This design comes from an exercise in tuning for small area on the open sky130 flow, not from production work.
Only simulation tests tie the RTL to the original design; equivalence was not proved.
Power and IR drop assume default switching activity.

## flow/design.v

```verilog
module dc_lane (
    input  wire        clk,
    input  wire        rst,
    input  wire [16:0] tstamp,
    input  wire        mod_bit,
    input  wire        demod_neg,
    input  wire        restart_req,
    input  wire        ts_slow,
    input  wire [15:0] h0,
    input  wire [17:0] h1,
    input  wire [17:0] h2,
    input  wire [15:0] h3,
    output wire        sw_valid,
    output wire [11:0] coarse,
    output wire        coarse_sat,
    output wire        coarse_first,
    output wire [34:0] hb,
    output wire        ts_valid,
    output wire [15:0] ts_sample,
    output wire        ts_sat,
    output wire        ts_first
);
    wire [5:0] r  = tstamp[5:0];
    wire       r0 = (r == 6'd0);
    wire       swap_inst = r0 && !tstamp[6];
    reg        pend, m_slow, tsarm, tsdone, fresh;
    reg  [3:0] k;             
    reg        rs_ev, m_new;  
    wire do_restart = pend && swap_inst;
    wire ev  = !tstamp[6];    
    wire tsb = (tstamp[16:6] == 11'd0) ||
               (!m_slow && tstamp[16:6] == 11'd960);    
    always @(posedge clk) begin
        if (rst) begin
            pend <= 1'b0; m_slow <= ts_slow; tsarm <= 1'b0; tsdone <= 1'b0;
            fresh <= 1'b1; k <= 4'd0; rs_ev <= 1'b0;
        end else begin
            pend <= restart_req | (pend & ~do_restart);
            if (r0) begin
                rs_ev <= do_restart;
                m_new <= ts_slow;
            end
            if (r == 6'd63) begin
                fresh <= tsb || rs_ev;
                if (rs_ev) begin
                    k      <= 4'd1;
                    m_slow <= m_new;
                    tsarm  <= 1'b0;
                    tsdone <= 1'b0;
                end else begin
                    if (k != 4'd9) k <= k + 4'd1;
                    if (tsb && k >= 4'd4) tsarm <= 1'b1;
                    if (tsb && tsarm) tsdone <= 1'b1;
                end
            end
        end
    end
    wire clrE  = ev && (rs_ev || k == 4'd0);
    wire swp   = ev && (k >= 4'd8);
    wire tsp   = tsb && tsarm;
    wire s_2   = !m_slow;
    wire b = mod_bit ^ demod_neg;
    reg [24:0] A;
    reg [23:0] B;
    reg [22:0] C;
    reg [19:0] D;
    wire        cic_clr = do_restart || (k == 4'd0);
    wire [24:0] a_base = r0 ? (cic_clr ? 25'd0 : {1'b0, B}) : A;
    wire [23:0] b_base = r0 ? (cic_clr ? 24'd0 : {1'b0, C}) : B;
    wire [22:0] c_base = r0 ? (cic_clr ? 23'd0 : {3'b0, D}) : C;
    wire [19:0] d_base = r0 ? 20'd0 : D;
    function [24:0] radd;
        input [24:0] x;
        input [24:0] y;
        integer i;
        reg c;
        begin
            c = 1'b0;
            for (i = 0; i < 25; i = i + 1) begin
                radd[i] = x[i] ^ y[i] ^ c;
                c = (x[i] & y[i]) | (c & (x[i] ^ y[i]));
            end
        end
    endfunction
    wire [24:0] a_sum = radd(a_base, {9'd0, h0 & {16{b}}});
    wire [24:0] b_sum = radd({1'b0, b_base}, {7'd0, h1 & {18{b}}});
    wire [24:0] c_sum = radd({2'b0, c_base}, {7'd0, h2 & {18{b}}});
    wire [24:0] d_sum = radd({5'b0, d_base}, {9'd0, h3 & {16{b}}});
    always @(posedge clk) begin
        A <= a_sum;
        B <= b_sum[23:0];
        C <= c_sum[22:0];
        D <= d_sum[19:0];
    end
    wire        accept = (k >= 4'd5);
    wire [24:0] u = accept ? {A[24] | A[23], ~A[23], A[22:0]} : 25'h1000000;
    reg [63:0] RA, RB, RC, RD;
    wire g25 = (r >= 6'd1) && (r <= 6'd25);
    wire x7  = ((r <= 6'd14) ? RD[50] : RC[36]) & g25;
    wire x7d = ((r <= 6'd15) ? RD[49] : RC[35]) & (r >= 6'd2) & (r <= 6'd26);
    wire x1  = RC[0]  & g25;
    wire x2  = RC[25] & g25;
    wire x3  = RD[0]  & g25;
    wire x4  = RD[25] & g25;
    wire x5  = RA[35] & g25;
    wire x6  = RB[34] & g25;
    wire zs  = ev ? x4 : (RB[0] & g25);               
    wire x4s = RD[17] & (r >= 6'd9) & (r <= 6'd33);   
    wire zp  = (r == 6'd25);                          
    wire c_init = (r == 6'd63);
    reg cb, cc, ct1, cd, ce1, ce2, cp1, cp2, cp3, cn;
    reg c1d, c2d, dd1, dd2, dd3, dd4, zsd;
    wire pb  = RB[0] & (r >= 6'd1) & (r <= 6'd34);    
    wire k12 = ev && (r == 6'd13);                    
    wire ib  = ev ? x2 : x6;
    wire sb  = x1 ^ ib ^ cb;    wire nb  = (x1 & ib) | (cb & (x1 ^ ib));
    wire sc  = x3 ^ x5 ^ cc;    wire nc  = (x3 & x5) | (cc & (x3 ^ x5));
    wire st1 = c2d ^ c1d ^ ct1; wire nt1 = (c2d & c1d) | (ct1 & (c2d ^ c1d));
    wire nsb = ~sb;
    wire sd  = st1 ^ nsb ^ cd;  wire nd  = (st1 & nsb) | (cd & (st1 ^ nsb));
    wire ia1 = ev ? pb : sd;
    wire ia2 = ev ? zs : dd3;
    wire se1 = ia1 ^ ia2 ^ ce1; wire ne1 = (ia1 & ia2) | (ce1 & (ia1 ^ ia2));
    wire ia3 = ev ? zsd : dd4;
    wire se2 = se1 ^ ia3 ^ ce2; wire ne2 = (se1 & ia3) | (ce2 & (se1 ^ ia3));
    wire ip1 = ev ? zs : se2;
    wire sp1 = ip1 ^ x7 ^ cp1;  wire np1 = (ip1 & x7) | (cp1 & (ip1 ^ x7));
    wire ip2 = ev ? sb : x7d;
    wire sp2 = sp1 ^ ip2 ^ cp2; wire np2 = (sp1 & ip2) | (cp2 & (sp1 ^ ip2));
    wire ip3 = k12 | (x4s & !ev);
    wire sp3 = sp2 ^ ip3 ^ cp3; wire np3 = (sp2 & ip3) | (cp3 & (sp2 ^ ip3));
    wire sh2 = se2;              
    wire scr = sp3;              
    localparam [34:0] KTS = 35'h08001E000;
    wire g35  = (r >= 6'd1) && (r <= 6'd35);
    wire [5:0] ri = r - 6'd1;
    wire kbit = KTS[ri];
    wire accb = (fresh ? kbit : RA[0]) & g35;
    wire su   = s_2 ? zsd : zs;
    wire sn   = accb ^ su ^ cn;  wire nn = (accb & su) | (cn & (accb ^ su));
    always @(posedge clk) begin
        zsd <= zs;
        c1d <= sc;  c2d <= c1d;
        dd1 <= sd;  dd2 <= dd1; dd3 <= dd2; dd4 <= dd3;
        if (c_init) begin
            cb <= 1'b0; cc <= 1'b0; ct1 <= 1'b0; cd <= 1'b1; ce1 <= 1'b0;
            ce2 <= 1'b0; cp1 <= 1'b0; cp2 <= 1'b0; cp3 <= 1'b0; cn <= 1'b0;
        end else begin
            cb <= nb; cc <= nc; ct1 <= nt1; cd <= nd; ce1 <= ne1;
            ce2 <= ne2; cp1 <= np1; cp2 <= np2; cp3 <= np3; cn <= nn;
        end
    end
    reg zt, q12, qs;
    always @(posedge clk) begin
        if (r == 6'd1) zt <= ~scr;
        else if (r <= 6'd13) zt <= zt & ~scr;
        if (r == 6'd26) q12 <= scr;
        if (r == 6'd27) qs  <= ~scr;
    end
    reg z14, zhi, sgn, bx, bq;
    reg [3:0] rem;
    wire [1:0] jm = r[1:0] + 2'd1;                      
    wire [3:0] w  = (r == 6'd35) ? 4'd14 : (4'd1 << jm);
    wire [4:0] rs = {1'b0, (r == 6'd15) ? 4'd0 : rem} + (sn ? {1'b0, w} : 5'd0);
    wire [4:0] rm = (rs >= 5'd15) ? rs - 5'd15 : rs;
    wire tie = z14 && (rem == 4'd0) && (sgn || zhi);
    wire [3:0] cdiv = tie ? 4'd15 : rem;
    wire [5:0] jj = r - 6'd36;
    wire p2  = tsb && (r >= 6'd36) && (r <= 6'd56);
    wire nj  = RA[43];
    wire cj  = (jj < 6'd4) ? cdiv[jj[1:0]] : 1'b0;
    wire xj  = nj ^ cj ^ bx;     wire nbx = (~nj & (cj | bx)) | (cj & bx);
    wire q4  = RA[39] & (r >= 6'd40);
    wire qj  = q4 ^ xj ^ bq;     wire nbq = (~q4 & (xj | bq)) | (xj & bq);
    always @(posedge clk) begin
        if (r == 6'd1) z14 <= ~sn;
        else if (r <= 6'd14) z14 <= z14 & ~sn;
        if (r >= 6'd15 && r <= 6'd35) rem <= rm[3:0];
        if (r == 6'd15) zhi <= ~sn;
        else if (r <= 6'd35) zhi <= zhi & ~sn;
        if (r == 6'd35) sgn <= sn;
        if (r == 6'd35) begin
            bx <= 1'b0; bq <= 1'b0;
        end else begin
            bx <= nbx; bq <= nbq;
        end
    end
    wire agE = ev && g25;
    always @(posedge clk) begin
        RA <= {RA[0], RA[63:1]};
        RB <= {RB[0], RB[63:1]};
        RC <= {RC[0], RC[63:1]};
        RD <= {RD[0], RD[63:1]};
        if (r0) begin
            if (!ev) begin
                RB[24:0] <= RB[25:1] | u;                   
            end else begin
                RD[49:25] <= RD[50:26] | u;                 
            end
        end
        if (ev && r >= 6'd36 && r <= 6'd60) RB[28] <= 1'b0;    
        if (!ev && r >= 6'd9 && r <= 6'd33) RD[16] <= 1'b0;    
        if (!ev && r >= 6'd2 && r <= 6'd15) RD[48] <= zsd;     
        if (!ev && r >= 6'd16 && r <= 6'd26) RC[34] <= zsd;
        if (agE) begin
            RC[63] <= clrE ? zp : x4;                   
            RC[24] <= clrE ? zp : x7;                   
            RD[63] <= clrE ? zp : x1;                   
            RD[24] <= clrE ? zp : x2;                   
            RA[34] <= clrE ? zp : x3;                   
            RB[33] <= clrE ? zp : x5;                   
            if (r <= 6'd14) RD[49] <= clrE ? zp : x6;   
            else            RC[35] <= clrE ? zp : x6;
        end
        if (r >= 6'd14 && r <= 6'd17) RA[46] <= scr;     
        if (r >= 6'd18 && r <= 6'd22) RB[41] <= scr;     
        if (r >= 6'd23 && r <= 6'd25) RC[38] <= scr;     
        if (r >= 6'd1 && r <= 6'd34)
            RB[63] <= ev ? ~sh2 : sp3;            
        if (g35)
            RA[63] <= sn;
        if (p2)
            RA[42] <= qj;
    end
    assign sw_valid     = swp && (r == 6'd35);
    assign coarse_first = (k == 4'd8);
    assign hb = {RB[63], ~RB[62:30], 1'b0};
    wire [11:0] qc = {RC[29:27], RB[29:25], RA[29:26]};
    wire qz  = (qc == 12'd0) && !q12 && !qs;
    wire tc  = zt && (qs || qz);
    wire shi = !qs && (q12 || qc[11]);
    wire slo = qs && (!(q12 && qc[11]) || (tc && qc[10:0] == 11'd0));
    assign coarse     = shi ? 12'h7FF : slo ? 12'h800 : (qc - {11'd0, tc});
    assign coarse_sat = shi || slo;
    wire [5:0] qhi = RA[42:37];
    wire tsat = !((qhi == 6'h00) || (qhi == 6'h3F));
    assign ts_valid  = tsp && (r == 6'd57);
    assign ts_sample = tsat ? (RA[42] ? 16'h8000 : 16'h7FFF) : RA[37:22];
    assign ts_sat    = tsat;
    assign ts_first  = !tsdone;
endmodule
module dc_accel (
    input  wire         clk,
    input  wire         rst,
    input  wire [2:0]   mod_bit,
    input  wire [2:0]   demod_neg,
    input  wire [2:0]   restart_req,
    input  wire [2:0]   ts_slow,
    output wire [2:0]   sw_valid,
    output wire [35:0]  coarse,
    output wire [2:0]   coarse_sat,
    output wire [2:0]   coarse_first,
    output wire [104:0] hb,
    output wire [2:0]   ts_valid,
    output wire [47:0]  ts_sample,
    output wire [2:0]   ts_sat,
    output wire [2:0]   ts_first
);
    reg [16:0] tstamp;      
    always @(posedge clk) begin
        if (rst)
            tstamp <= 17'd0;
        else
            tstamp <= (tstamp == 17'd122879) ? 17'd0 : tstamp + 17'd1;
    end
    wire [5:0] r = tstamp[5:0];
    localparam [63:0] H0_0 = 64'h8888888888888888;
    localparam [63:0] H0_1 = 64'h2828282828282828;
    localparam [63:0] H0_2 = 64'h52f852f852f852f8;
    localparam [63:0] H0_3 = 64'h25728fd825728fd8;
    localparam [63:0] H0_4 = 64'h17656212bdcfc8b8;
    localparam [63:0] H0_5 = 64'h0d976f855ae218d2;
    localparam [63:0] H0_6 = 64'h0358cef7713ade85;
    localparam [63:0] H0_7 = 64'h00ca8e58df4731f7;
    localparam [63:0] H0_8 = 64'h0039a49fca7ea058;
    localparam [63:0] H0_9 = 64'h00079db56c7e6a9f;
    localparam [63:0] H0_10 = 64'h00007c73252b4ce0;
    localparam [63:0] H0_11 = 64'h000003f0e31925aa;
    localparam [63:0] H0_12 = 64'h0000000fe0f8e399;
    localparam [63:0] H0_13 = 64'h000000001ff81f87;
    localparam [63:0] H0_14 = 64'h000000000007ff80;
    localparam [63:0] H0_15 = 64'h000000000000007f;
    localparam [63:0] H1_0 = 64'h8888888888888888;
    localparam [63:0] H1_1 = 64'h2828282828282828;
    localparam [63:0] H1_2 = 64'hda70da70da70da70;
    localparam [63:0] H1_3 = 64'h855a2ff0855a2ff0;
    localparam [63:0] H1_4 = 64'hcd9518ca673fb260;
    localparam [63:0] H1_5 = 64'h4ad7521f97020fc0;
    localparam [63:0] H1_6 = 64'h0138c9e89430442a;
    localparam [63:0] H1_7 = 64'h7a0a92a736d24e7f;
    localparam [63:0] H1_8 = 64'hd3f9b66022199f08;
    localparam [63:0] H1_9 = 64'hc952db4a91e2bfa7;
    localparam [63:0] H1_10 = 64'h38c9b6d98ffcd560;
    localparam [63:0] H1_11 = 64'had6d2492d555b31f;
    localparam [63:0] H1_12 = 64'h9b249249b3338f00;
    localparam [63:0] H1_13 = 64'h871c71c78f0f80ff;
    localparam [63:0] H1_14 = 64'h7f03f03f80ff8000;
    localparam [63:0] H1_15 = 64'hff000fff80007fff;
    localparam [63:0] H1_16 = 64'h00ffffff80000000;
    localparam [63:0] H1_17 = 64'h000000007fffffff;
    localparam [63:0] H2_0 = 64'h8888888888888888;
    localparam [63:0] H2_1 = 64'ha0a0a0a0a0a0a0a0;
    localparam [63:0] H2_2 = 64'h72d872d872d872d8;
    localparam [63:0] H2_3 = 64'h7fa2d5087fa2d508;
    localparam [63:0] H2_4 = 64'h326fe73298c54d98;
    localparam [63:0] H2_5 = 64'h1f82074fc2575a92;
    localparam [63:0] H2_6 = 64'ha1106148bc98e405;
    localparam [63:0] H2_7 = 64'hf3925b672a4a82f7;
    localparam [63:0] H2_8 = 64'h87ccc220336cfe58;
    localparam [63:0] H2_9 = 64'h2fea3c4a96da549f;
    localparam [63:0] H2_10 = 64'h3559ff8cdb6c98e0;
    localparam [63:0] H2_11 = 64'hc66d555a4925b5aa;
    localparam [63:0] H2_12 = 64'h078e666c924926cc;
    localparam [63:0] H2_13 = 64'hf80f878f1c71c70f;
    localparam [63:0] H2_14 = 64'h000ff80fe07e07f0;
    localparam [63:0] H2_15 = 64'hfff0000fff8007ff;
    localparam [63:0] H2_16 = 64'h0000000ffffff800;
    localparam [63:0] H2_17 = 64'hfffffff000000000;
    localparam [63:0] H3_0 = 64'h8888888888888888;
    localparam [63:0] H3_1 = 64'ha0a0a0a0a0a0a0a0;
    localparam [63:0] H3_2 = 64'hfa50fa50fa50fa50;
    localparam [63:0] H3_3 = 64'hdf8a7520df8a7520;
    localparam [63:0] H3_4 = 64'he89f9dea42353740;
    localparam [63:0] H3_5 = 64'h58c23ad50fb74d80;
    localparam [63:0] H3_6 = 64'h0bdae4777b98d600;
    localparam [63:0] H3_7 = 64'h7c6717d8d38a9800;
    localparam [63:0] H3_8 = 64'hd02bf29fc92ce000;
    localparam [63:0] H3_9 = 64'hcab3f1b56dcf0000;
    localparam [63:0] H3_10 = 64'h3996a52671f00000;
    localparam [63:0] H3_11 = 64'had24c6387e000000;
    localparam [63:0] H3_12 = 64'hce38f83f80000000;
    localparam [63:0] H3_13 = 64'h0fc0ffc000000000;
    localparam [63:0] H3_14 = 64'h0fff000000000000;
    localparam [63:0] H3_15 = 64'hf000000000000000;
    wire [15:0] h0 = {H0_15[r], H0_14[r], H0_13[r], H0_12[r], H0_11[r], H0_10[r], H0_9[r], H0_8[r], H0_7[r], H0_6[r], H0_5[r], H0_4[r], H0_3[r], H0_2[r], H0_1[r], H0_0[r]};
    wire [17:0] h1 = {H1_17[r], H1_16[r], H1_15[r], H1_14[r], H1_13[r], H1_12[r], H1_11[r], H1_10[r], H1_9[r], H1_8[r], H1_7[r], H1_6[r], H1_5[r], H1_4[r], H1_3[r], H1_2[r], H1_1[r], H1_0[r]};
    wire [17:0] h2 = {H2_17[r], H2_16[r], H2_15[r], H2_14[r], H2_13[r], H2_12[r], H2_11[r], H2_10[r], H2_9[r], H2_8[r], H2_7[r], H2_6[r], H2_5[r], H2_4[r], H2_3[r], H2_2[r], H2_1[r], H2_0[r]};
    wire [15:0] h3 = {H3_15[r], H3_14[r], H3_13[r], H3_12[r], H3_11[r], H3_10[r], H3_9[r], H3_8[r], H3_7[r], H3_6[r], H3_5[r], H3_4[r], H3_3[r], H3_2[r], H3_1[r], H3_0[r]};
    genvar g;
    generate
        for (g = 0; g < 3; g = g + 1) begin : lane
            dc_lane u_lane (
                .clk          (clk),
                .rst          (rst),
                .tstamp       (tstamp),
                .mod_bit      (mod_bit[g]),
                .demod_neg    (demod_neg[g]),
                .restart_req  (restart_req[g]),
                .ts_slow      (ts_slow[g]),
                .h0           (h0),
                .h1           (h1),
                .h2           (h2),
                .h3           (h3),
                .sw_valid     (sw_valid[g]),
                .coarse       (coarse[12*g +: 12]),
                .coarse_sat   (coarse_sat[g]),
                .coarse_first (coarse_first[g]),
                .hb           (hb[35*g +: 35]),
                .ts_valid     (ts_valid[g]),
                .ts_sample    (ts_sample[16*g +: 16]),
                .ts_sat       (ts_sat[g]),
                .ts_first     (ts_first[g])
            );
        end
    endgenerate
endmodule
```

## flow/run.sh

```bash
#!/bin/bash
# synth_recipe.tcl (not shown) runs the flow's synth.tcl, then flattens the netlist and writes it again
# the make line also repeats each setting of config.mk as NAME=value (left out here)
make -C /OpenROAD-flow-scripts/flow DESIGN_CONFIG=/design/flow/config.mk WORK_HOME=/design/flow/orfs CLKGATE_MAP_FILE= SYNTH_SCRIPT=/design/flow/synth_recipe.tcl finish
```

## flow/config.mk

```make
export PLATFORM = sky130hd
export DESIGN_NAME = dc_accel
export DESIGN_NICKNAME = dc_accel
export VERILOG_FILES = /design/flow/design.v
export SDC_FILE = /design/flow/constraint.sdc
export NUM_CORES = 4
export LEC_CHECK = 0
export CAP_MARGIN = 20
export CORE_MARGIN = 2
export CORE_UTILIZATION = 65
export CTS_CLUSTER_DIAMETER = 100
export CTS_CLUSTER_SIZE = 28
export SLEW_MARGIN = 20
```

## flow/constraint.sdc

```tcl
create_clock -name core_clock -period 40.0 [get_ports {clk}]
set_input_delay 8.0000 -clock core_clock [delete_from_list [all_inputs] [get_ports {clk}]]
set_output_delay 8.0000 -clock core_clock [all_outputs]
set_load 0.01 [all_outputs]
```

==> results of run 1 <==
[metrics by stage]
stage	hold slack, ps	setup WS, ps	instance area (sq um)
after floorplan	309.6	24970	45740
after global placement	309.6	24190	48470
after detailed placement	312.1	24040	48470
after CTS	327.1	24610	49880
after global routing	333.3	24130	49910
final	321.2	24590	49920
[where the power goes]
part           total, mW  internal (mW)  switching [mW]
Sequential          1.56           1.43           0.130
Combinational      0.635          0.291           0.344
Clock              0.595          0.235           0.360
Total               2.79           1.96           0.835
[sequential cells by signal, summed over array words and instances, names as in the netlist, 12 cells and up]
register / cells
lane.u_lane.A: 75
lane.u_lane.B: 72
lane.u_lane.C: 69
lane.u_lane.D: 60
lane.u_lane.RA: 192
lane.u_lane.RB: 192
lane.u_lane.RC: 192
lane.u_lane.RD: 192
lane.u_lane.k: 12
lane.u_lane.rem: 12
tstamp: 17
[synth_stat cells (10+ instances only)]
cell type,count
nor4_1,31
buf_2,90
mux4_2,18
a32oi_1,11
buf_1,20
o21ai_0,94
nor2b_1,37
clkbuf_1,115
o31ai_1,31
o221ai_1,10
nand4_1,19
dfxtp_1,1145
nor2_1,184
edfxtp_1,36
ha_1,128
a22o_1,118
xor2_1,18
nor3_1,49
or3_1,11
o21a_1,36
xnor2_1,45
buf_4,34
mux2_2,42
nand3_1,68
and2_1,61
a22oi_1,112
inv_1,396
or2_2,25
mux2i_1,42
or4_1,13
a311oi_1,16
a31oi_1,21
o211ai_1,24
fa_1,231
nand2b_1,45
a21o_1,180
a211oi_1,15
nand2_1,166
and3_1,33
a2bb2oi_1,25
nor3b_1,19
a21oi_1,116
[metal layers]
| layer | share of wire | global-route usage | up-vias |
|---|---|---|---|
| met4 | 0.057 | 0.1800 | 10 |
| met1 | 0.39 | 0.4583 | 15336 |
| met5 | 0.00050 | 0 | - |
| met2 | 0.46 | 0.5605 | 1428 |
| met3 | 0.089 | 0.07133 | 373 |
| li1 | - | - | 14014 |
[critical path: cells and delay by family]
family	cells	cell delay (ps)
adders and majority gates	24	6220
buffers and inverters	8	1150
and+or+nand+nor	1	320
xor gates and xnor gates	2	300
[path summary, 6_finish.rpt]
path                              start                     to  slack, ps  depth (start not counted)
setup reg to reg              tstamp[1]   lane[0].u_lane.A[24]      29450                         38
hold / removal    lane[0].u_lane.RA[51]  lane[0].u_lane.RA[50]        320                          0
setup / recovery           demod_neg[0]   lane[0].u_lane.A[24]      24590                         35
hold reg to reg   lane[0].u_lane.RA[51]  lane[0].u_lane.RA[50]        320                          0
[logic make-up (layout without fill, tap and decap cells)]
group	after synthesis	in the layout	share of synthesized area
flip-flops	1181	1181	0.5248
AO/OA/AOI/OAI	917	917	0.1476
AND/OR/NAND/NOR	801	801	0.09088
buffers and inverters	663	748	0.06002
adder cells (fa/ha/maj)	359	359	0.1361
multiplexers	102	102	0.02840
XOR/XNOR	63	63	0.01206
other	1	9	0.00008199
[cell usage in the layout, fill, tap and decap left out, types with 45 or more instances in the layout]
master,Yosys,routed
a22oi_1,112,112
inv_1,396,396
dfxtp_1,1145,1140
a22o_1,118,118
nor2_1,184,181
nand2b_1,45,45
nand3_1,68,68
nand2_1,166,166
nor3_1,49,49
ha_1,128,128
buf_4,34,62
a21o_1,180,180
clkdlybuf4s50_1,0,217
clkbuf_16,0,50
and2_1,61,61
fa_1,231,231
a21oi_1,116,115
o21ai_0,94,92
[cell type report]
cell class,instances,area share
sequential,1181,0.4810
antenna,6,0.0003008
clock inverter,8,0.002632
tap,940,0.02356
multi-input combinational,2245,0.3828
inverter,401,0.03015
clock buffer,57,0.02559
timing repair buffer,282,0.05394
==> impl_metrics.py, run 1 <==
metrics = {
    "run_status": {
        "status": "timing/DRC/antenna clean",
    },
    "routing": {
        "routed_wirelength_um": 129000,
        "route.vias.total": 31161,
        "drtPass1Iterations": 8,
        "viasPerCell": 6.086,
        "first_iter_violations": 3285,
        "post_drt_wl_per_cell_um": 25.19,
        "drc_errors": 0,
        "ant_nets": 0,
    },
    "logic_synthesis": {
        "synth-seq-cells": 1181,
        "synth_area_sq_um": 45740,
        "synth-main-ff-cell": "dfxtp_1",
        "synthTopCellsByArea": "dfxtp_1, fa_1, ha_1, inv_1, a21o_1",
        "ys_seq_area_frac": 0.5248,
        "async_flop_share": 0,
        "yosysUniqueCellTypes": 97,
        "synth_area_per_cell_sq_um": 11.19,
        "yosysWarnings": 2,
        "netlist_instances": 4087,
        "synth_edf_count": 36,
        "yosys.area.top_type": "dfxtp_1",
        "synth_top_area_frac": 0.5012,
    },
    "clock_tree": {
        "clock-root-buffer": "clkbuf_16",
        "cts_max_path_buffers": 3,
        "clock_latency_ps": 650,
        "cts_buffers": 50,
        "cts_sinks": 1181,
        "h-tree-depth": 2,
        "cts_tree": "yes",
        "post-cts-setup-buffers": 0,
        "clkTransAtPathRegs_ps": 110,
        "ctsResizeCount": 0,
        "hold_buffers": 0,
    },
    "grt": {
        "grt_max_degree": 145,
        "gr-usage-all-layers": 0.3519,
        "first_global_vias": 30768,
        "grt_pass1_wl_um": 192600,
        "antenna_found_initial": 13,
        "overflow": 0,
    },
    "power": {
        "ir_drop_uv": 61.10,
        "pwr_density_cell_nw_per_um2": 55.89,
        "p_leak_nw": 21.73,
        "total_power_mw": 2.790,
    },
    "sta": {
        "clock.fmax_mhz": 64.90,
        "setup_viol": 0,
        "tightest_slew_ps": 1244,
        "period_share": 0.3852,
        "slew_headroom": 0.1704,
        "rsz0062_at_grt": "false",
        "setup_tns_ps": 0,
        "fin_crit_ps": 15410,
        "hold_viol_final": 0,
        "skew_ps": 34.65,
        "drv_slew": 0,
    },
    "floorplanning": {
        "coreArea_sq_um": 69910,
        "initial_core_util": 0.6542,
        "die-area_sq_um": 72500,
        "num_io_pins": 221,
        "std_cell_rows": 97,
        "fp.dieW_um": 269.3,
        "die_y_um": 269.3,
    },
    "job": {
        "drv_cap": 0,
    },
    "placed_design": {
        "gp_congestion": 1.047,
        "post-dp-hpwl_um": 92510,
        "place_inst": 5047,
        "io_buffers": 217,
    },
    "layout": {
        "final_util": 0.7141,
        "area_delta_synth_final_pct": 9.151,
        "nets": 4534,
        "multi_input_area_sq_um": 19110,
        "final-seq-area_sq_um": 24010,
        "drive_gt1_frac": 0.06349,
        "final_cells": 5120,
        "nFillCells": 5134,
    },
    "setup_path": {
        "required_ps": 40580,
        "cp_max_fo": 30,
        "max_stage_delay_ps": 500,
        "cp_common_cell": "fa_1",
        "end_kind": "flop",
        "worst-setup-path-type": "in -> reg",
        "critPathArrivalTime_ps": 15990,
        "critPathSlowestCell": "clkdlybuf4s50_1",
        "worstSetupStartpointType": "input port",
    },
    "worst_hold_path": {
        "hold_path_class": "reg -> reg",
    },
}
==> run 2, diff against run 1 <==
==> flow/flow/run.sh (new file) <==
#!/bin/bash
# Own flow: the standard layout (standard.sh, all ORFS steps unchanged)
# with two changes:
#  * synthesis maps the logic with an area-oriented ABC script
#    (flow/abc.script) in place of ORFS's abc_speed.script; registers,
#    their names and cells are the same as in the standard synthesis;
#  * every input and output port still gets its own buffer, but the port
#    buffers are sky130_fd_sc_hd__buf_1 (buffer_ports -buffer_cell).
set -euo pipefail
work="$(cd "$(dirname "$0")/.." && pwd)"
cd "$work"
rm -rf "$work/orfs_scripts"
cp -r "$FLOW_HOME/scripts" "$work/orfs_scripts"
cp "$work/flow/abc.script" "$work/orfs_scripts/abc_speed.script"
export SCRIPTS_DIR="$work/orfs_scripts"
export BUFFER_PORTS_ARGS="-buffer_cell sky130_fd_sc_hd__buf_1"
bash "$work/standard.sh" > "$work/standard_flow.log" 2>&1
==> flow/flow/abc.script (new file) <==
&get -n
&st
&syn2
&dch
&nf -a
&st
&syn2
&dch
&nf -a
&put
==> flow/standard.sh (new file) <==
#!/bin/bash
# synth_recipe.tcl (not shown) runs the flow's synth.tcl, then flattens the netlist and writes it again
# the make line also repeats each setting of config.mk as NAME=value (left out here)
make -C /OpenROAD-flow-scripts/flow DESIGN_CONFIG=/design/flow/config.mk WORK_HOME=/design/flow/orfs CLKGATE_MAP_FILE= SYNTH_SCRIPT=/design/flow/synth_recipe.tcl "${@:-finish}"
==> flow/config.mk (replaced) <==
export PLATFORM = sky130hd
export DESIGN_NAME = dc_accel
export DESIGN_NICKNAME = dc_accel
export VERILOG_FILES = /design/flow/design.v
export SDC_FILE = /design/flow/constraint.sdc
export NUM_CORES = 4
export LEC_CHECK = 0
export CAP_MARGIN = 30
export CORE_MARGIN = 2
export CORE_UTILIZATION = 65
export CTS_CLUSTER_DIAMETER = 45
export CTS_CLUSTER_SIZE = 40
export SLEW_MARGIN = 30
removed: flow/run.sh
==> run 2 against run 1 <==
  * Still clean
  * Routed wire length rose by 23%
  * Maximum frequency rose by 0.19%
  * Utilization rose by 3.8 points
  * Via count rose by 7.9%
  * Critical endpoint is now lane[1].u_lane.A[24]
  * Largest cell class unchanged
  * Largest power group unchanged
==> impl_metrics.py, run 2 <==
metrics = {
    "logic_synthesis": {
        "async_flop_share": 0,
        "ys_seq_area_frac": 0.5552,
        "yosysWarnings": 2,
        "yosysUniqueCellTypes": 67,
        "synth_top_area_frac": 0.5302,
        "yosys.area.top_type": "dfxtp_1",
        "synth_most_common_cell": "dfxtp_1",
        "synth_area_per_cell_sq_um": 11.33,
        "synthTopCellsByArea": "dfxtp_1, fa_1, ha_1, clkinv_1, a21o_1",
        "synth_edf_count": 36,
        "netlist_instances": 3816,
        "synth_area_sq_um": 43230,
        "synthTopCellsByCount": "dfxtp_1, clkinv_1, nor2_1",
        "synth-seq-cells": 1181,
        "synth-main-ff-cell": "dfxtp_1",
    },
    "floorplanning": {
        "initial_core_util": 0.6576,
        "coreArea_sq_um": 65750,
        "die_y_um": 261.9,
        "std_cell_rows": 94,
        "num_io_pins": 221,
        "die-area_sq_um": 68590,
        "fp.dieW_um": 261.9,
    },
    "routing": {
        "route.vias.total": 33628,
        "post_drt_wl_per_cell_um": 30.73,
        "ant_nets": 0,
        "first_iter_violations": 4073,
        "drtPass1Iterations": 7,
        "drc_errors": 0,
        "viasPerCell": 6.535,
        "routed_wirelength_um": 158100,
    },
    "job": {
        "drv_cap": 0,
    },
    "grt": {
        "gr-usage-all-layers": 0.4642,
        "first_global_vias": 35270,
        "overflow": 0,
        "grt_pass1_wl_um": 231300,
        "grt_max_degree": 176,
        "antenna_found_initial": 15,
    },
    "layout": {
        "nets": 4566,
        "drive_gt1_frac": 0.07185,
        "nFillCells": 3566,
        "area_delta_synth_final_pct": 14.35,
        "mostFrequentLayoutCells": "dfxtp_1, clkinv_1, nor2_1",
        "multi_input_area_sq_um": 17970,
        "final-seq-area_sq_um": 24010,
        "layout_commonest_cell": "dfxtp_1",
    },
    "worst_hold_path": {
        "min_path_cells": 0,
        "hold_path_class": "reg -> reg",
    },
    "setup_path": {
        "worstSetupStartpointType": "input port",
        "ff2ff_setup_slack_ps": 29380,
        "cp_common_cell": "fa_1",
        "max_stage_delay_ps": 440,
        "r2r_cells": 39,
        "cp_max_fo": 23,
        "required_ps": 40580,
        "critPathSlowestCell": "fa_1",
        "end_kind": "flop",
        "worst-setup-path-type": "in -> reg",
        "critPathArrivalTime_ps": 15960,
    },
    "clock_tree": {
        "cts_tree": "yes",
        "clkTransAtPathRegs_ps": 90,
        "cts_buffers": 94,
        "clock_latency_ps": 720,
        "post-cts-setup-buffers": 0,
        "cts_max_path_buffers": 3,
        "cts_sinks": 1181,
        "hold_buffers": 0,
        "clock-root-buffer": "clkbuf_16",
        "h-tree-depth": 3,
        "ctsResizeCount": 0,
    },
    "sta": {
        "rsz0062_at_grt": "false",
        "tightest_slew_ps": 1081,
        "clock.fmax_mhz": 65.03,
        "skew_ps": 74.76,
        "setup_viol": 0,
        "fin_hold_ws_ps": 304.6,
        "hold_viol_final": 0,
        "fin_crit_ps": 15380,
        "period_share": 0.3845,
        "setup_tns_ps": 0,
        "drv_slew": 0,
        "slew_headroom": 0.2764,
    },
    "power": {
        "p_leak_nw": 20.38,
        "ir_drop_uv": 72.39,
        "pwr_density_cell_nw_per_um2": 66.01,
        "total_power_mw": 3.264,
    },
    "placed_design": {
        "io_buffers": 217,
        "gp_congestion": 1.026,
        "post-dp-hpwl_um": 99910,
    },
    "run_status": {
        "status": "timing/DRC/antenna clean",
    },
}
[run 2: cell count changes after synthesis, sizes merged, moves of 31 or more]
cell and delta:
buf -119, clkbuf -116, clkinv +361, inv -398, mux2i -31, nand2 +103
nor2 +92, o21a +33
[run 2: stage by stage]
stage,utilization,worst slack [ps],cell area (sq um),cells
floorplan,-,21540,43240,3818
global placement,0.6962,24480,45770,4958
detailed placement,0.6974,24260,45850,4961
CTS,0.7505,24670,49340,5137
global route,0.7517,24220,49420,5141
finish,0.7519,24620,49440,5146
[run 2: worst paths after layout]
check,end,from
worst max-delay path,lane[1].u_lane.A[24],demod_neg[1]
worst max register to register,lane[2].u_lane.A[24],tstamp[0]
worst min register to register,lane[1].u_lane.RD[53],lane[1].u_lane.RD[54]
worst min-delay path,lane[1].u_lane.RD[53],lane[1].u_lane.RD[54]
[run 2: power breakdown]
part,switching (mW),total (mW),internal (mW)
clock,0.521,1.03,0.511
sequential,0.168,1.62,1.45
combinational,0.403,0.614,0.211
[run 2: kinds of logic (layout without fill, tap and decap cells)]
kind of cell / count (synthesis) / after routing / synth area share
AND/OR/NAND/NOR: 930 / 930 / 0.1012
multiplexers: 38 / 38 / 0.01036
buffers and inverters: 391 / 846 / 0.03603
XOR/XNOR: 65 / 65 / 0.01317
AO/OA/AOI/OAI: 851 / 851 / 0.1399
flip-flops: 1181 / 1181 / 0.5552
adder cells (fa/ha/maj): 359 / 359 / 0.1440
other: 1 / 12 / 0.00008674
[run 2: cell type report]
type,instances,area share
clock buffer,101,0.04872
clock inverter,75,0.02197
multi-input combinational,2246,0.3635
antenna,9,0.0004556
timing repair buffer,306,0.03014
sequential,1181,0.4857
tap,864,0.02187
inverter,364,0.02764
[run 2: critical path, delay by kind of cell]
family	cells	cell delay, ps
XOR/XNOR	2	210
buffers and inverters	8	890
adder cells (fa/ha/maj)	24	6500
AND/OR/NAND/NOR	1	340
[run 2: metal layers]
metal / vias to the layer above / GRT usage / wire (um)
met5: - / 0.002778 / 76
met1: 16406 / 0.5245 / 54850
met2: 2544 / 0.7334 / 72310
li1: 13756 / - / -
met3: 910 / 0.1375 / 15300
met4: 12 / 0.3773 / 15590
==> run 3, diff against run 2 <==
--- a/flow/config.mk
+++ b/flow/config.mk
@@ -8,6 +8,6 @@
 export CAP_MARGIN = 30
 export CORE_MARGIN = 2
 export CORE_UTILIZATION = 65
-export CTS_CLUSTER_DIAMETER = 45
-export CTS_CLUSTER_SIZE = 40
+export CTS_CLUSTER_DIAMETER = 100
+export CTS_CLUSTER_SIZE = 28
 export SLEW_MARGIN = 30
==> run 3 against run 2 <==
  * Still clean on timing, DRC and antenna
  * Clock-buffer cell count fell by 45
  * Worst setup slack improved by 150 ps
  * Via count is 4.7% lower
  * Critical endpoint unchanged
  * Highest routed layer unchanged
==> impl_metrics.py, run 3 <==
metrics = {
    "run_status": {
        "status": "timing/DRC/antenna clean",
    },
    "floorplanning": {
        "coreArea_sq_um": 65750,
        "fp.dieW_um": 261.9,
        "die-area_sq_um": 68590,
        "std_cell_rows": 94,
        "initial_core_util": 0.6576,
        "die_y_um": 261.9,
        "num_io_pins": 221,
    },
    "routing": {
        "route.vias.total": 32044,
        "ant_nets": 0,
        "drc_errors": 0,
        "drtPass1Iterations": 8,
        "post_drt_wl_per_cell_um": 29.02,
        "routed_wirelength_um": 145800,
        "viasPerCell": 6.377,
        "first_iter_violations": 3670,
    },
    "power": {
        "ir_drop_uv": 73.34,
        "p_leak_nw": 19.34,
        "pwr-share-comb": 0.211,
        "p_switching_mw": 0.8935,
        "switching_share": 0.3224,
        "p_clk_frac": 0.210,
        "internal_power_mw": 1.878,
        "p_seq_frac": 0.579,
        "pwr_density_cell_nw_per_um2": 58.71,
    },
    "grt": {
        "first_global_vias": 33598,
        "grt_max_degree": 176,
        "overflow": 0,
        "grt_pass1_wl_um": 214100,
        "gr-usage-all-layers": 0.4253,
        "antenna_found_initial": 7,
    },
    "logic_synthesis": {
        "synth_area_sq_um": 43230,
        "yosys.area.top_type": "dfxtp_1",
        "synthTopCellsByCount": "dfxtp_1, clkinv_1, nor2_1",
        "yosysWarnings": 2,
        "netlist_instances": 3816,
        "yosysUniqueCellTypes": 67,
        "synth_area_per_cell_sq_um": 11.33,
        "synthTopCellsByArea": "dfxtp_1, fa_1, ha_1, clkinv_1, a21o_1",
        "ys_seq_area_frac": 0.5552,
        "synth-main-ff-cell": "dfxtp_1",
        "synth_most_common_cell": "dfxtp_1",
        "synth_top_area_frac": 0.5302,
        "async_flop_share": 0,
        "synth_edf_count": 36,
        "synth-seq-cells": 1181,
    },
    "clock_tree": {
        "clock-root-buffer": "clkbuf_16",
        "cts_tree": "yes",
        "clock_latency_ps": 670,
        "clkTransAtPathRegs_ps": 100,
        "cts_buffers": 48,
        "post-cts-setup-buffers": 0,
        "h-tree-depth": 2,
        "hold_buffers": 0,
        "ctsResizeCount": 0,
        "cts_sinks": 1181,
        "cts_max_path_buffers": 3,
    },
    "sta": {
        "hold_viol_final": 0,
        "drv_slew": 0,
        "slew_headroom": 0.3095,
        "period_share": 0.3807,
        "rsz0062_at_grt": "false",
        "setup_tns_ps": 0,
        "clock.fmax_mhz": 65.67,
        "fin_crit_ps": 15230,
        "tightest_slew_ps": 1025,
        "setup_viol": 0,
        "skew_ps": 40.83,
    },
    "worst_hold_path": {
        "hold_path_class": "reg -> reg",
    },
    "setup_path": {
        "critPathArrivalTime_ps": 15800,
        "required_ps": 40570,
        "end_kind": "flop",
        "worstSetupStartpointType": "input port",
        "max_stage_delay_ps": 450,
        "cp_max_fo": 23,
        "cp_common_cell": "fa_1",
        "critPathSlowestCell": "fa_1",
        "worst-setup-path-type": "in -> reg",
    },
    "placed_design": {
        "io_buffers": 217,
        "gp_congestion": 1.026,
        "post-dp-hpwl_um": 99910,
        "place_inst": 4961,
    },
    "layout": {
        "drive_gt1_frac": 0.04543,
        "nets": 4521,
        "area_delta_synth_final_pct": 9.186,
        "final_cells": 5025,
        "mostFrequentLayoutCells": "dfxtp_1, clkinv_1, nor2_1",
        "layout_commonest_cell": "dfxtp_1",
    },
    "job": {
        "drv_cap": 0,
    },
}
[run 3: cell counts after synthesis]
Identical to the previous run, type by type.
[run 3: logic make-up after synthesis]
logic type | synth area share
flops | 0.5552
simple gates | 0.1012
compound gates | 0.1399
buf+inv | 0.03603
fa+ha+maj | 0.1440
xor+xnor | 0.01317
mux | 0.01036
other cells | 0.00008674
[run 3: final timing paths]
check / slack (ps) / endpoint / from / cells after the start
min reg2reg: 310 / lane[2].u_lane.RA[7] / lane[2].u_lane.RA[8] / 0
max: 24770 / lane[1].u_lane.A[24] / demod_neg[1] / 35
min: 310 / lane[2].u_lane.RA[7] / lane[2].u_lane.RA[8] / 0
max reg2reg: 29560 / lane[1].u_lane.A[24] / tstamp[0] / 39
[run 3: area by class of cell]
type / instances / area (sq um)
repair buffers: 307 / 1501
flip-flops and latches: 1181 / 24010
inverters: 364 / 1366
fillers: 4053 / 18540
diodes: 1 / 2.502
well taps: 864 / 1081
clock buffers: 56 / 1231
multi-input cells: 2246 / 17930
clock inverters: 6 / 78.83
[run 3: stage by stage]
stage / area, sq um / setup slack (ps) / util / hold WS (ps) / total power, mW
CTS: 47160 / 24800 / 0.7173 / 319.5 / 2.751
finish: 47200 / 24770 / 0.7180 / 313.4 / 2.771
floorplan: 43240 / 21540 / - / 309.6 / 1.905
detailed placement: 45850 / 24260 / 0.6974 / 312.1 / 2.158
global placement: 45770 / 24480 / 0.6962 / 309.6 / 2.092
global route: 47200 / 24350 / 0.7179 / 326.2 / 2.861
[run 3: power groups by stage]
stage                     clock, mW  sequential (mW)  combinational, mW
after global placement            0             1.59              0.498
after detailed placement          0             1.61              0.545
after CTS                     0.579             1.60              0.572
after global routing          0.615             1.62              0.625
after floorplan                   0             1.55              0.352
final                         0.581             1.61              0.585
[run 3: worst max-delay path: cells and delay by family]
family	cells	cell delay (ps)
fa+ha+maj	24	6380
buf+inv	8	860
simple gates	1	320
xor+xnor	2	220
[run 3: per-layer routing]
layer / wire length, um / GRT usage
met5: 28 / 0
met4: 12650 / 0.3084
met3: 12180 / 0.09018
met2: 68870 / 0.7007
met1: 52120 / 0.4947
==> run 4, diff against run 3 <==
--- a/flow/design.v
+++ b/flow/design.v
@@ -23,7 +23,7 @@
     wire [5:0] r  = tstamp[5:0];
     wire       r0 = (r == 6'd0);
     wire       swap_inst = r0 && !tstamp[6];
-    reg        pend, m_slow, tsarm, tsdone, fresh;
+    reg        pend, m_slow, tsarm, tsdone;
     reg  [3:0] k;             
     reg        rs_ev, m_new;  
     wire do_restart = pend && swap_inst;
@@ -33,7 +33,7 @@
     always @(posedge clk) begin
         if (rst) begin
             pend <= 1'b0; m_slow <= ts_slow; tsarm <= 1'b0; tsdone <= 1'b0;
-            fresh <= 1'b1; k <= 4'd0; rs_ev <= 1'b0;
+            k <= 4'd0; rs_ev <= 1'b0;
         end else begin
             pend <= restart_req | (pend & ~do_restart);
             if (r0) begin
@@ -41,7 +41,6 @@
                 m_new <= ts_slow;
             end
             if (r == 6'd63) begin
-                fresh <= tsb || rs_ev;
                 if (rs_ev) begin
                     k      <= 4'd1;
                     m_slow <= m_new;
@@ -55,6 +54,8 @@
             end
         end
     end
+    wire fresh = (k <= 4'd1) || (tstamp[16:6] == 11'd1) ||
+                 (!m_slow && tstamp[16:6] == 11'd961);
     wire clrE  = ev && (rs_ev || k == 4'd0);
     wire swp   = ev && (k >= 4'd8);
     wire tsp   = tsb && tsarm;
--- a/flow/config.mk
+++ b/flow/config.mk
@@ -7,7 +7,7 @@
 export LEC_CHECK = 0
 export CAP_MARGIN = 30
 export CORE_MARGIN = 2
-export CORE_UTILIZATION = 65
+export CORE_UTILIZATION = 70
 export CTS_CLUSTER_DIAMETER = 100
 export CTS_CLUSTER_SIZE = 28
 export SLEW_MARGIN = 30
==> run 4 against run 3 <==
  * Sequential share of layout area grew 0.34 points
  * Cell count shrank 1.8%
  * Register-to-register slack lost 700 ps
  * Non-clock buffer count shrank 6
  * Maximum frequency shrank 1.5%
  * Critical path type unchanged
==> impl_metrics.py, run 4 <==
metrics = {
    "grt": {
        "overflow": 0,
        "gr-usage-all-layers": 0.4255,
        "grt_max_degree": 75,
        "antenna_found_initial": 9,
        "grt_pass1_wl_um": 198600,
        "first_global_vias": 31949,
    },
    "logic_synthesis": {
        "ys_seq_area_frac": 0.5588,
        "synth_area_per_cell_sq_um": 11.25,
        "synthTopCellsByCount": "dfxtp_1, clkinv_1, nand2_1",
        "synth-seq-cells": 1178,
        "synth_most_common_cell": "dfxtp_1",
        "async_flop_share": 0,
        "synthTopCellsByArea": "dfxtp_1, fa_1, ha_1, clkinv_1, nand2_1",
        "netlist_instances": 3810,
        "yosysWarnings": 2,
        "synth_top_area_frac": 0.5336,
        "yosysUniqueCellTypes": 66,
        "synth_area_sq_um": 42850,
        "synth-main-ff-cell": "dfxtp_1",
        "synth_edf_count": 36,
        "yosys.area.top_type": "dfxtp_1",
    },
    "floorplanning": {
        "fp.dieW_um": 251.4,
        "initial_core_util": 0.7086,
        "coreArea_sq_um": 60470,
        "die_y_um": 251.4,
        "std_cell_rows": 90,
        "die-area_sq_um": 63210,
        "num_io_pins": 221,
    },
    "clock_tree": {
        "cts_sinks": 1178,
        "cts_buffers": 49,
        "ctsResizeCount": 0,
        "cts_tree": "yes",
        "h-tree-depth": 2,
        "cts_max_path_buffers": 3,
        "post-cts-setup-buffers": 0,
        "clock-root-buffer": "clkbuf_16",
        "clock_latency_ps": 660,
        "clkTransAtPathRegs_ps": 110,
        "hold_buffers": 0,
    },
    "power": {
        "ir_drop_uv": 74.42,
        "pwr_density_cell_nw_per_um2": 57.57,
        "p_leak_nw": 19.04,
    },
    "routing": {
        "first_iter_violations": 4074,
        "routed_wirelength_um": 134300,
        "route.vias.total": 31310,
        "post_drt_wl_per_cell_um": 27.20,
        "drc_errors": 0,
        "ant_nets": 0,
        "drtPass1Iterations": 6,
        "viasPerCell": 6.342,
    },
    "layout": {
        "layout_commonest_cell": "dfxtp_1",
        "nets": 4509,
        "final_area_sq_um": 46760,
        "drive_gt1_frac": 0.04216,
        "mostFrequentLayoutCells": "dfxtp_1, clkinv_1, nand2_1",
        "area_delta_synth_final_pct": 9.134,
    },
    "worst_hold_path": {
        "hold_path_class": "reg -> reg",
        "hp-start": "lane[1].u_lane.RA[1]",
        "min_path_cells": 0,
    },
    "sta": {
        "rsz0062_at_grt": "false",
        "tightest_slew_ps": 1147,
        "setup_tns_ps": 0,
        "skew_ps": 35.35,
        "period_share": 0.3864,
        "hold_viol_final": 0,
        "slew_headroom": 0.2352,
        "fin_crit_ps": 15460,
        "setup_viol": 0,
        "drv_slew": 0,
        "clock.fmax_mhz": 64.70,
    },
    "placed_design": {
        "gp_congestion": 1.139,
        "placedInstanceArea_sq_um": 45310,
        "post-dp-hpwl_um": 91740,
        "io_buffers": 217,
    },
    "setup_path": {
        "worst-setup-path-type": "in -> reg",
        "startpoint": "demod_neg[0]",
        "end_kind": "flop",
        "max_stage_delay_ps": 420,
        "critPathArrivalTime_ps": 16020,
        "required_ps": 40560,
        "critical_path_depth": 33,
        "cp_common_cell": "fa_1",
        "r2r_cells": 39,
        "worstReg2RegStart": "tstamp[3]",
        "crit_family": "adder cells",
        "worst-path-buf-inv": 6,
        "worstSetupStartpointType": "input port",
        "cp_max_fo": 21,
        "critPathSlowestCell": "fa_1",
    },
    "run_status": {
        "status": "timing/DRC/antenna clean",
    },
    "job": {
        "drv_cap": 0,
    },
}
## run 4: changes by cell type in the layout (fill, tap and decap cells not counted), moves of 13 or more
cell / delta
a22oi_1: +18
a22o_1: -13
nor3_1: -15
and3_1: -20
nand2_1: +56
o21a_1: -13
nor2_1: +23
a211oi_1: -13
## run 4: layout make-up
class / instances / area (sq um)
diodes: 4 / 10.01
inverters: 357 / 1340
clock inverters: 5 / 105.1
flip-flops and latches: 1178 / 23950
multi-input cells: 2250 / 17650
clock buffers: 60 / 1289
fillers: 3595 / 13710
repair buffers: 301 / 1443
well taps: 782 / 978.4
## run 4: worst paths after layout
| kind | slack (ps) | endpoint |
|---|---|---|
| max | 24540 | lane[0].u_lane.A[24] |
| min | 330 | lane[1].u_lane.RA[0] |
| max reg2reg | 28860 | lane[0].u_lane.A[24] |
| min reg2reg | 330 | lane[1].u_lane.RA[0] |
## run 4: routing by layer
layer / share of wire / GRT usage / up-vias
li1: - / - / 13484
met3: 0.11 / 0.1212 / 612
met4: 0.079 / 0.2920 / 14
met1: 0.36 / 0.5199 / 15214
met2: 0.45 / 0.6584 / 1986
met5: 0.0010 / 0 / -
## run 4: report_power, final
part	internal, mW	switching [mW]	leakage (nW)
combinational	0.188	0.335	8.53
clock	0.234	0.358	0.672
sequential	1.43	0.145	9.83
## run 4: worst reg2reg max path, delay by kind of cell (launching register included)
kind	cells	cell delay, ps
compound gates	2	570
xor+xnor	1	140
fa+ha+maj	24	6580
buf+inv	9	2290
flops	1	320
simple gates	3	1190
## run 4: cell families after synthesis
family	synth area share
flip-flops	0.5588
AND/OR/NAND/NOR	0.1012
AO/OA/AOI/OAI	0.1349
buffers and inverters	0.03574
adder cells (fa/ha/maj)	0.1450
XOR/XNOR	0.01492
multiplexers	0.009315
other	0.00008752
## run 4: through the flow
step                hold slack (ps)  total power, mW  utilization  setup WS, ps  std cells
finish                        327.8            2.692       0.7733         24540       4937
floorplan                     309.6            1.860            -         20500       3812
detailed placement            312.1            2.087       0.7493         24160       4865
global route                  333.0            2.793       0.7731         24200       4933
CTS                           329.6            2.679       0.7723         24590       4930
global placement              309.7            2.046       0.7482         24420       4864
==> run 5, diff against run 4 <==
--- a/flow/config.mk
+++ b/flow/config.mk
@@ -7,7 +7,7 @@
 export LEC_CHECK = 0
 export CAP_MARGIN = 30
 export CORE_MARGIN = 2
-export CORE_UTILIZATION = 70
+export CORE_UTILIZATION = 65
 export CTS_CLUSTER_DIAMETER = 100
 export CTS_CLUSTER_SIZE = 28
 export SLEW_MARGIN = 30
==> run 5 against run 4 <==
  * Flip-flop and latch count is the same
  * Synthesized area is the same
  * Sequential share of layout area shrank 0.19 points
  * Synthesized cell count is the same
  * Clock skew grew 7.9 ps
  * Clock power grew 0.8%
  * Critical endpoint is now lane[2].u_lane.A[24]
  * Largest cell class unchanged
  * Highest routed layer unchanged
==> impl_metrics.py, run 5 <==
metrics = {
    "logic_synthesis": {
        "synth_top_area_frac": 0.5336,
        "synth_most_common_cell": "dfxtp_1",
        "synth-seq-cells": 1178,
        "yosysWarnings": 2,
        "synth_edf_count": 36,
        "synth_area_per_cell_sq_um": 11.25,
        "yosys.area.top_type": "dfxtp_1",
        "netlist_instances": 3810,
        "ys_seq_area_frac": 0.5588,
        "yosysUniqueCellTypes": 66,
        "synth_area_sq_um": 42850,
        "synth-main-ff-cell": "dfxtp_1",
        "synthTopCellsByCount": "dfxtp_1, clkinv_1, nand2_1",
        "async_flop_share": 0,
        "synthTopCellsByArea": "dfxtp_1, fa_1, ha_1, clkinv_1, nand2_1",
    },
    "setup_path": {
        "cp_max_fo": 21,
        "cp_common_cell": "fa_1",
        "required_ps": 40570,
        "worst-setup-path-type": "in -> reg",
        "max_stage_delay_ps": 450,
        "end_kind": "flop",
        "critPathSlowestCell": "fa_1",
        "r2r-end": "lane[0].u_lane.A[24]",
        "worst-path-buf-inv": 5,
        "r2r_cells": 38,
        "ff2ff_setup_slack_ps": 28730,
        "worstReg2RegStart": "tstamp[2]",
        "crit_family": "adder cells",
        "critPathArrivalTime_ps": 15890,
        "worstSetupStartpointType": "input port",
    },
    "floorplanning": {
        "num_io_pins": 221,
        "coreArea_sq_um": 65510,
        "std_cell_rows": 94,
        "die-area_sq_um": 67990,
        "fp.dieW_um": 260.8,
        "die_y_um": 260.8,
        "initial_core_util": 0.6541,
    },
    "clock_tree": {
        "clkTransAtPathRegs_ps": 110,
        "clock_latency_ps": 670,
        "h-tree-depth": 2,
        "cts_sinks": 1178,
        "cts_tree": "yes",
        "cts_buffers": 49,
        "cts_max_path_buffers": 3,
        "ctsResizeCount": 0,
        "post-cts-setup-buffers": 0,
        "hold_buffers": 0,
        "clock-root-buffer": "clkbuf_16",
    },
    "grt": {
        "grt_max_degree": 117,
        "antenna_found_initial": 9,
        "first_global_vias": 30313,
        "overflow": 0,
        "grt_pass1_wl_um": 189500,
        "gr-usage-all-layers": 0.3790,
    },
    "routing": {
        "drtPass1Iterations": 5,
        "routed_wirelength_um": 129100,
        "wirelength_met1_um": 50160,
        "ant_nets": 0,
        "post_drt_wl_per_cell_um": 25.69,
        "first_iter_violations": 3083,
        "viasPerCell": 5.990,
        "dr_wl_met2_um": 58060,
        "top_layer_used": "met5",
        "drc_errors": 0,
        "wl_met3_um": 11010,
        "route.vias.total": 30088,
    },
    "layout": {
        "nets": 4508,
        "mostFrequentLayoutCells": "dfxtp_1, clkinv_1, nand2_1",
        "drive_gt1_frac": 0.04287,
        "nFillCells": 4403,
        "final-seq-area_sq_um": 23950,
        "area_delta_synth_final_pct": 9.531,
        "final_area_sq_um": 46930,
        "final_util": 0.7164,
        "layout_commonest_cell": "dfxtp_1",
        "multi_input_area_sq_um": 17640,
        "final_cells": 5023,
    },
    "placed_design": {
        "place_inst": 4948,
        "placedInstanceArea_sq_um": 45440,
        "gp_congestion": 1.112,
        "post-dp-hpwl_um": 92030,
        "io_buffers": 217,
    },
    "sta": {
        "setup_tns_ps": 0,
        "setup_viol": 0,
        "slew_headroom": 0.2167,
        "hold_viol_final": 0,
        "period_share": 0.3828,
        "rsz0062_at_grt": "false",
        "skew_ps": 43.29,
        "drv_slew": 0,
        "tightest_slew_ps": 1175,
        "fin_crit_ps": 15310,
        "clock.fmax_mhz": 65.31,
    },
    "power": {
        "pwr_density_cell_nw_per_um2": 56.88,
        "p_leak_nw": 19.06,
        "ir_drop_uv": 68.27,
        "total_power_mw": 2.670,
    },
    "worst_hold_path": {
        "min_path_cells": 0,
        "hold_end": "lane[1].u_lane.RD[61]",
        "hp-start": "lane[1].u_lane.RD[62]",
        "hold_path_class": "reg -> reg",
    },
    "job": {
        "drv_cap": 0,
    },
    "run_status": {
        "status": "timing/DRC/antenna clean",
    },
}
-- run 5: worst max-delay path by stage --
stage	slack (ps)	endpoint	cells past startpoint	startpoint
6_report	24690	lane[2].u_lane.A[24]	32	demod_neg[2]
5_1_grt	24260	lane[2].u_lane.A[24]	32	demod_neg[2]
4_1_cts	24700	lane[0].u_lane.A[24]	33	demod_neg[0]
3_5_place_dp	24140	lane[2].u_lane.A[24]	29	demod_neg[2]
3_3_place_gp	24250	lane[2].u_lane.A[23]	31	demod_neg[2]
2_1_floorplan	20500	lane[1].u_lane.A[24]	35	tstamp[3]
-- run 5: layer usage --
| metal | GRT usage | up-vias |
|---|---|---|
| met3 | 0.07809 | 390 |
| li1 | - | 13499 |
| met5 | 0 | - |
| met1 | 0.4834 | 14793 |
| met2 | 0.5906 | 1396 |
| met4 | 0.2438 | 10 |
-- run 5: layout make-up --
type | count | area share
Antenna cell | 7 | 0.0003732
Clock buffer | 61 | 0.02775
Clock inverter | 6 | 0.002639
Inverter | 357 | 0.02855
Multi-Input combinational cell | 2250 | 0.3759
Sequential cell | 1178 | 0.5102
Tap cell | 864 | 0.02303
Timing Repair Buffer | 300 | 0.03154
-- run 5: stage by stage --
stage,setup slack (ps),hold slack [ps]
floorplan,20500,309.6
global placement,24250,309.5
detailed placement,24140,312.1
CTS,24700,325.2
global route,24260,332.3
finish,24690,324.9
-- run 5: cells by family after synthesis --
family                     count (synthesis)  synth area share
muxes                                     37          0.009315
and+or+nand+nor                          957            0.1012
DFF                                     1178            0.5588
adders and majority gates                358            0.1450
buffers and inverters                    384           0.03574
xor gates and xnor gates                  73           0.01492
other                                      1        0.00008752
AOI/OAI and AO/OA                        822            0.1349
-- run 5: power breakdown --
group          switching (mW)  internal [mW]
clock network           0.356          0.242
registers               0.135           1.43
logic                   0.319          0.188
total                   0.810           1.86

[re-timing with driven ports]
In the flow no input, the clock included, has a driving cell. The finished layouts below were timed again as built, in two steps. Step 1, drivers: a clkbuf_16 drives clk and a buf_2 each remaining input, both assumed. Step 2, shift: input delay + t, output delay - t, t = (earliest + latest rising clock arrival at the registers) / 2. This alone moves slack from input paths to output paths. a / b / c = ideal ports / drivers / drivers and shift; a / b = the first two.
run	t (ns)	slack for setup (ns)	hold slack, ns	pins driven straight from the clock port
run 1	0.709	24.592 / 24.632 / 23.924	0.321 / 0.321 / 0.321	1
run 2	0.754	24.622 / 24.668 / 23.914	0.305 / 0.305 / 0.305	1
run 3	0.716	24.771 / 24.812 / 24.095	0.313 / 0.313 / 0.313	1
run 4	0.710	24.545 / 24.593 / 23.883	0.328 / 0.328 / 0.328	1
run 5	0.717	24.689 / 24.735 / 24.018	0.325 / 0.325 / 0.325	1
After both steps setup and hold are still met in every run listed. For run 2, which loses most, drivers alone change the setup slack by +0.046 ns; drivers and shift together by -0.708 ns.
